This design comes from an exercise in tuning for small area, a short achievable clock period and few clock cycles per item on the open sky130 flow, not from production work.
Only simulation tests tie the RTL to the original design; equivalence was not proved.
Power and IR drop assume default switching activity.

--- design/flow/config.mk ---
export PLATFORM = sky130hd
export DESIGN_NAME = mx_quant
export DESIGN_NICKNAME = mx_quant
export VERILOG_FILES = /design/flow/design.v
export SDC_FILE = /design/flow/constraint.sdc
export NUM_CORES = 4
export LEC_CHECK = 0
export CAP_MARGIN = 20
export CORE_MARGIN = 2
export CORE_UTILIZATION = 40
export SLEW_MARGIN = 20
--- design/flow/constraint.sdc ---
create_clock -name core_clock -period 22.0 [get_ports {clk}]
set_input_delay 4.4000 -clock core_clock [delete_from_list [all_inputs] [get_ports {clk}]]
set_output_delay 4.4000 -clock core_clock [all_outputs]
set_load 0.01 [all_outputs]
--- design/flow/design.v ---
module mx_quant (
    input  wire        clk,
    input  wire        rst,         
    input  wire        in_valid,
    output wire        in_ready,
    input  wire [31:0] in_data,
    input  wire [1:0]  in_src,      
    input  wire [3:0]  in_dst,      
    output wire        out_valid,
    input  wire        out_ready,
    output wire [7:0]  out_code,
    output wire [7:0]  out_x,
    output wire [9:0]  out_qmax,
    output wire        out_last
);
    localparam [3:0] DST_E4M3 = 4'd3;
    localparam [3:0] DST_E5M2 = 4'd4;
    localparam [3:0] DST_I8   = 4'd5;
    localparam [3:0] DST_O8S  = 4'd8;
    localparam [3:0] DST_O8U  = 4'd9;
    function automatic [4:0] lzc23(input [22:0] v);
        integer i;
        reg found;
        begin
            lzc23 = 5'd23;
            found = 1'b0;
            for (i = 22; i >= 0; i = i - 1)
                if (!found && v[i]) begin
                    lzc23 = 5'd22 - i[4:0];
                    found = 1'b1;
                end
        end
    endfunction
    function automatic [36:0] unpack(input [31:0] a, input [1:0] src);
        reg        nf, zr, s;
        reg [9:0]  l0;
        reg [23:0] sig;
        reg [7:0]  e8;
        reg [22:0] m23;
        reg [4:0]  e5;
        reg [9:0]  m10;
        reg [4:0]  lz;
        begin
            nf = 1'b0; zr = 1'b0; s = 1'b0; l0 = 10'd0; sig = 24'd0;
            if (src == 2'd2) begin
                s   = a[15];
                e5  = a[14:10];
                m10 = a[9:0];
                if (e5 == 5'h1f) begin
                    nf = 1'b1;
                end else if (e5 == 5'd0 && m10 == 10'd0) begin
                    zr = 1'b1;
                end else if (e5 == 5'd0) begin
                    lz  = lzc23({m10, 13'd0});
                    l0  = -10'sd15 - {5'd0, lz};        
                    sig = {m10, 14'd0} << lz;
                end else begin
                    l0  = {5'd0, e5} - 10'd15;
                    sig = {1'b1, m10, 13'd0};
                end
            end else begin
                if (src == 2'd1) begin
                    s   = a[15];
                    e8  = a[14:7];
                    m23 = {a[6:0], 16'd0};
                end else begin
                    s   = a[31];
                    e8  = a[30:23];
                    m23 = a[22:0];
                end
                if (e8 == 8'hff) begin
                    nf = 1'b1;
                end else if (e8 == 8'd0 && m23 == 23'd0) begin
                    zr = 1'b1;
                end else if (e8 == 8'd0) begin
                    lz  = lzc23(m23);
                    l0  = -10'sd127 - {5'd0, lz};       
                    sig = {m23, 1'b0} << lz;
                end else begin
                    l0  = {2'd0, e8} - 10'd127;
                    sig = {1'b1, m23};
                end
            end
            unpack = {nf, zr, s, l0, sig};
        end
    endfunction
    reg [31:0] buffer [0:31];
    reg [4:0]  idx;
    reg        draining;
    reg [1:0]  src_r;
    reg [3:0]  dst_r;
    reg [7:0]  m_r;         
    reg        nz_r;        
    reg        nf_r;        
    wire        in_fire  = in_valid && in_ready;
    wire        out_fire = out_valid && out_ready;
    assign in_ready  = !draining;
    assign out_valid = draining;
    wire [1:0]  cur_src = (idx == 5'd0) ? in_src : src_r;
    wire [36:0] in_u    = unpack(in_data, cur_src);
    wire        in_nf   = in_u[36];
    wire        in_zr   = in_u[35];
    wire [9:0]  in_l0   = in_u[33:24];
    wire [10:0] in_mb   = {in_l0[9], in_l0} + 11'd127;    
    wire [7:0]  in_m    = in_mb[10] ? 8'd0 : in_mb[7:0];  
    wire [7:0]  m_prev  = (idx == 5'd0) ? 8'd0 : m_r;
    wire        nz_prev = (idx == 5'd0) ? 1'b0 : nz_r;
    wire        nf_prev = (idx == 5'd0) ? 1'b0 : nf_r;
    always @(posedge clk) begin
        if (rst) begin
            idx      <= 5'd0;
            draining <= 1'b0;
            src_r    <= 2'd0;
            dst_r    <= 4'd0;
            m_r      <= 8'd0;
            nz_r     <= 1'b0;
            nf_r     <= 1'b0;
        end else if (!draining) begin
            if (in_fire) begin
                buffer[idx] <= in_data;
                if (idx == 5'd0) begin
                    src_r <= in_src;
                    dst_r <= in_dst;
                end
                nf_r <= nf_prev | in_nf;
                nz_r <= nz_prev | (!in_nf && !in_zr);
                m_r  <= (!in_nf && !in_zr && in_m > m_prev) ? in_m : m_prev;
                idx  <= idx + 5'd1;
                if (idx == 5'd31)
                    draining <= 1'b1;
            end
        end else begin
            if (out_fire) begin
                idx <= idx + 5'd1;
                if (idx == 5'd31)
                    draining <= 1'b0;
            end
        end
    end
    wire       blk_z = !nf_r && !nz_r;
    wire [7:0] qm    = nf_r ? 8'hff : (blk_z ? 8'h00 : m_r);
    assign out_qmax  = {nf_r, blk_z, qm};
    reg [4:0] emax;
    always @(*) begin
        case (dst_r)
            DST_E4M3: emax = 5'd8;
            DST_E5M2: emax = 5'd15;
            default:  emax = 5'd0;
        endcase
    end
    wire [8:0] x_diff = {1'b0, m_r} - {4'd0, emax};
    wire [7:0] x_blk  = x_diff[8] ? 8'd0 : x_diff[7:0];
    wire [7:0] x_out  = nf_r ? 8'hff : (blk_z ? 8'h00 : x_blk);
    assign out_x = x_out;
    wire [31:0] el     = buffer[idx];
    wire [36:0] el_u   = unpack(el, src_r);
    wire        el_s   = el_u[34];
    wire [9:0]  el_l0  = el_u[33:24];
    wire        el_zr  = el_u[35];
    wire [23:0] el_sig = el_u[23:0];
    wire signed [11:0] l_sc = $signed({{2{el_l0[9]}}, el_l0}) + 12'sd127 - $signed({4'd0, x_blk});
    reg signed [11:0] e_eff;    
    reg signed [11:0] d_full;   
    always @(*) begin
        e_eff = 12'sd1;
        case (dst_r)
            DST_E4M3: begin
                e_eff  = (l_sc + 12'sd7 > 12'sd1) ? l_sc + 12'sd7 : 12'sd1;
                d_full = e_eff - l_sc + 12'sd13;
            end
            DST_E5M2: begin
                e_eff  = (l_sc + 12'sd15 > 12'sd1) ? l_sc + 12'sd15 : 12'sd1;
                d_full = e_eff - l_sc + 12'sd6;
            end
            DST_O8U:  d_full = 12'sd16 - l_sc;
            default:  d_full = 12'sd17 - l_sc;
        endcase
    end
    wire [4:0] d = (d_full > 12'sd26) ? 5'd26 : (d_full < 12'sd0 ? 5'd0 : d_full[4:0]);
    wire [47:0] sh      = {el_sig, 24'd0} >> d;
    wire [23:0] r_trunc = sh[47:24];
    wire        guard   = sh[23];
    wire        sticky  = |sh[22:0];
    wire        inc     = guard && (sticky || r_trunc[0]);
    wire [9:0]  r       = r_trunc[9:0] + {9'd0, inc};
    wire [11:0] e4_mag = ({e_eff[8:0], 3'd0} - 12'd8) + {2'd0, r};
    wire [11:0] e5_mag = ({1'b0, e_eff[8:0], 2'd0} - 12'd4) + {2'd0, r};
    wire [6:0]  e4_sat = (e4_mag > 12'h07e) ? 7'h7e : e4_mag[6:0];
    wire [6:0]  e5_sat = (e5_mag > 12'h07b) ? 7'h7b : e5_mag[6:0];
    wire [6:0]  i8_mag = (r > 10'd127) ? 7'd127 : r[6:0];
    wire [7:0]  i8     = el_s ? (8'd0 - {1'b0, i8_mag}) : {1'b0, i8_mag};
    wire [7:0]  o8u    = el_s ? 8'd0 : ((r > 10'd255) ? 8'd255 : r[7:0]);
    reg [7:0] code;
    always @(*) begin
        if (nf_r || blk_z) begin
            code = 8'h00;
        end else begin
            case (dst_r)
                DST_E4M3: code = {el_s, el_zr ? 7'd0 : e4_sat};
                DST_E5M2: code = {el_s, el_zr ? 7'd0 : e5_sat};
                DST_O8U:  code = o8u;
                default:  code = i8;
            endcase
        end
    end
    assign out_code = code;
    assign out_last = (idx == 5'd31);
endmodule
--- design/flow/run.sh ---
#!/bin/bash
# synth_recipe.tcl (not shown) runs the flow's synth.tcl, then flattens the netlist and writes it again
# the make line also repeats each setting of config.mk as NAME=value (left out here)
make -C /OpenROAD-flow-scripts/flow DESIGN_CONFIG=/design/flow/config.mk WORK_HOME=/design/flow/orfs CLKGATE_MAP_FILE= SYNTH_SCRIPT=/design/flow/synth_recipe.tcl finish
==> impl_metrics.csv <==
group,metric,value,unit
logic_synthesis,ys_seq_area_share,58.80,%
routing,routed_wl,172100,µm
routing,drtAntennaViolNets,0,
logic_synthesis,synth_compound_area_share,11.58,%
min_path,hold_class,"flip-flop to flip-flop",
clock_tree,cts.clk_slew.worst_paths,0.06,ns
logic_synthesis,synth_common_cells,"edfxtp_1 (1024), nor2_1 (280), nand2_1 (264)",
routing,num_vias,36517,
worst_setup_path,start_kind,"flip-flop",
grt,grt_max_degree,50,
logic_synthesis,synth_area,53210,µm²
run_status,run_status,"no timing/DRC/antenna violations",
logic_synthesis,synth.distinct_cells,123,
timing,tightest_slew,1.165,ns
timing,slew_violations,0,
grt,grt-ovfl-total,0,
power,p_switching,4.081,mW
logic_synthesis,synth_xor_area_share,1.227,%
worst_setup_path,critical_path.max_stage_delay,0.62,ns
timing,fmaxAchievable,46.84,MHz
timing,setup_viol,0,
worst_setup_path,crit_type,"flip-flop to primary output",
finish,syn_to_final_growth,14.90,%
die,die_h,368.7,µm
power,switching_share,42.75,%
clock_tree,clockBufferDepth,3,
routing,drt-pass1-iter-count,8,
clock_tree,cts_tree,"yes",
die,row_count,133,
place,gp_congestion,0.9488,
place,dpl_cell_area,57340,µm²
die,start_util,40.37,%
grt,first_global_vias,35342,
job,drv_cap,0,
worst_setup_path,cp_max_fo,12,
worst_setup_path,cp_slowest_cell,"mux4_2",
timing,fin_crit_sh,97.04,%
routing,post-route-drc-count,0,
clock_tree,htreeDepth,3,
power,powerDensity,156.2,nW/µm²
logic_synthesis,synth.top_cell.area_share,57.79,%
logic_synthesis,synth_area_leaders,"edfxtp_1 (58%), mux4_2 (8.5%), mux2i_1 (3.9%)",
die,die_w,368.7,µm
logic_synthesis,synthArstFlopShare,0,%
worst_setup_path,end_kind,"primary output",
grt,grt_pass1_wl,248000,µm
logic_synthesis,yosysMostFrequentCell,"edfxtp_1",
die,dieArea,136000,µm²
finish,drive_above_1_share,19.48,%
power,power_frac_clock,18.1,%
finish,final_nets,4271,
timing,hold_viol,0,
timing,tns,0,ns
finish,multi_input_comb_area,20950,µm²
timing,slew_headroom,21.88,%
timing,skew,0.01841,ns
finish,finish.instance_area,61140,µm²
logic_synthesis,synth_mux_area_share,13.36,%
logic_synthesis,synthFlopType,"edfxtp_1",
die,core,131800,µm²
power,p_leak,19.98,nW
routing,viasPerCell,6.152,
worst_setup_path,critPathRequiredTime,17.60,ns
power,peakVddDrop,0.0002065,V
timing,period_needed,21.35,ns
clock_tree,clock-root-buffer,"clkbuf_16",
power,power_frac_comb,58.7,%
logic_synthesis,synthSimpleGateAreaFrac,9.272,%
grt,grt_use_total,24.70,%
power,seq_power_share,23.2,%
place,portBuffers,70,
die,io_pins,71,
worst_setup_path,crit_arrival,16.95,ns
routing,drt_iter0_drc,4006,
clock_tree,cts.sinks,1051,
logic_synthesis,ys_ff_latch,1051,
finish,regArea,31300,µm²
clock_tree,insertion_delay,0.69,ns
logic_synthesis,synth_top_family_by_area,"multiplexers",
clock_tree,cts_made_buffers,97,
finish,fill_cells,11654,
logic_synthesis,yosys_warnings,1,
logic_synthesis,synth_edf_count,1024,
logic_synthesis,netlist_instances,3857,
logic_synthesis,synth_fa_ha_area_share,3.024,%
grt,antenna_found_initial,2,
logic_synthesis,synth.avg_cell_area,13.80,µm²
power,p_int,5.467,mW
logic_synthesis,syn_nets,4024,
routing,wl_per_cell,28.99,µm
logic_synthesis,synth_top_area_cell,"edfxtp_1",
place,dp.final_hpwl,109000,µm
## layout make-up
cell class              count  share of cell area (%)
flip-flops and latches   1051                   51.20
multi-input cells        2510                   34.27
repair buffers            345                   5.069
clock buffers             116                   4.156
well taps                1755                   3.592
clock inverters            58                   1.099
inverters                  99                  0.6078
diodes                      2                0.008186
## power groups by stage
| stage | sequential, mW | clock (mW) | combinational, mW |
|---|---|---|---|
| floorplan | 2.25 | 0 | 3.87 |
| global placement | 2.26 | 0 | 5.48 |
| detailed placement | 2.26 | 0 | 5.43 |
| CTS | 2.22 | 1.75 | 5.47 |
| global route | 2.22 | 1.82 | 6.19 |
| finish | 2.21 | 1.73 | 5.61 |
## layout by cell type, fill, tap and decap left out, types with 37 or more instances in the layout
cell             count
a21oi_1            177
a21o_1              37
nor3_1              67
clkdlybuf4s50_1     69
ha_1               119
buf_4              251
o21ai_0            118
edfxtp_1          1024
mux4_2             202
clkbuf_16          102
and2_1              37
inv_1               91
nand3_1             79
xnor2_1             43
a22oi_1             93
mux2i_1            203
nand2_1            264
nor2_1             244
## kinds of logic (layout without fill, tap and decap cells)
kind of cell             Yosys count  after routing
flip-flops                      1051           1051
multiplexers                     444            444
AND/OR/NAND/NOR                 1002           1002
other                              0              2
buffers and inverters            296            618
XOR/XNOR                          72             72
AO/OA/AOI/OAI                    867            867
adder cells (fa/ha/maj)          125            125
## routing by layer
metal,vias to the layer above,track usage (%),routed length [µm]
met4,4,7.410,5634
met3,319,2.995,11510
li1,15910,-,-
met2,1589,41.91,84580
met1,18695,33.24,70310
met5,-,0,30
## through the flow
stage | setup WS, ns | hold slack (ns) | std cells | utilization [%] | total power [mW]
floorplan | 1.367 | 0.4601 | 3857 | - | 6.128
finish | 0.6514 | 0.5316 | 5936 | 46.39 | 9.548
CTS | 0.06913 | 0.5234 | 5900 | 45.95 | 9.430
detailed placement | 0.7380 | 0.5145 | 5726 | 43.51 | 7.688
global placement | 0.8932 | 0.5109 | 5726 | 43.51 | 7.739
global route | -0.05830 | 0.5869 | 5934 | 46.39 | 10.22
## what timing repair did
action / in CTS / in global routing
setup buffers: 0 / 31
cloned: 0 / 3
pin swaps: 0 / 7
gates resized for setup: 1 / 42
hold buffers: 0 / 0
setup endpoints to repair: 1 / 7
## final timing paths
check	from	end	slack, ns	depth (start not counted)
setup / recovery	flip-flop	out_code[0]	0.65	67
setup reg to reg	idx[2]	m_r[0]	13.96	27
hold / removal	dst_r[3]	dst_r[3]	0.53	2
hold reg to reg	dst_r[3]	dst_r[3]	0.53	2
## state kept, by name (all words and copies together), names as in the netlist, named ones only
name,cells
buffer,1024
src_r,2
nf_r,1
idx,5
dst_r,4
m_r,8
nz_r,1
draining,1
## worst max-delay path, delay by kind of cell (launching register included)
kind / cells / cell delay [ns]
AO/OA/AOI/OAI: 30 / 6.78
adder cells (fa/ha/maj): 8 / 2.42
AND/OR/NAND/NOR: 11 / 2.05
flip-flops: 1 / 0.44
multiplexers: 3 / 1.55
XOR/XNOR: 4 / 0.67
buffers and inverters: 11 / 2.27
Testbench counts, summed over its fixed seeds: cycles 12,288, blocks 192.

## afterwards: timing with drivers on the ports
The results above use ideal ports. As a check the final layout listed here was re-extracted and re-timed, cells and wires unchanged. Step 1: set_driving_cell puts a clkbuf_16 on clk and a buf_2 on each other input, an assumption about the parent block. Step 2 moves the port delays by t, midway between the first and last clock arrival at a register: inputs arrive t later, outputs are due t later. That takes back most of the time a late clock gives input paths. Three values: ideal ports, drivers, drivers and shift; two values: the first two.
t, ns: 0.749
setup WS [ns]: 0.651 / 0.585 / 1.334
hold WS [ns]: 0.532 / 0.532 / 0.532
clock arrival spread, ns: 0.024 / 0.024
After both steps setup and hold are still met in this run. For this run, drivers alone change the setup slack by -0.066 ns; drivers and shift together by +0.683 ns.
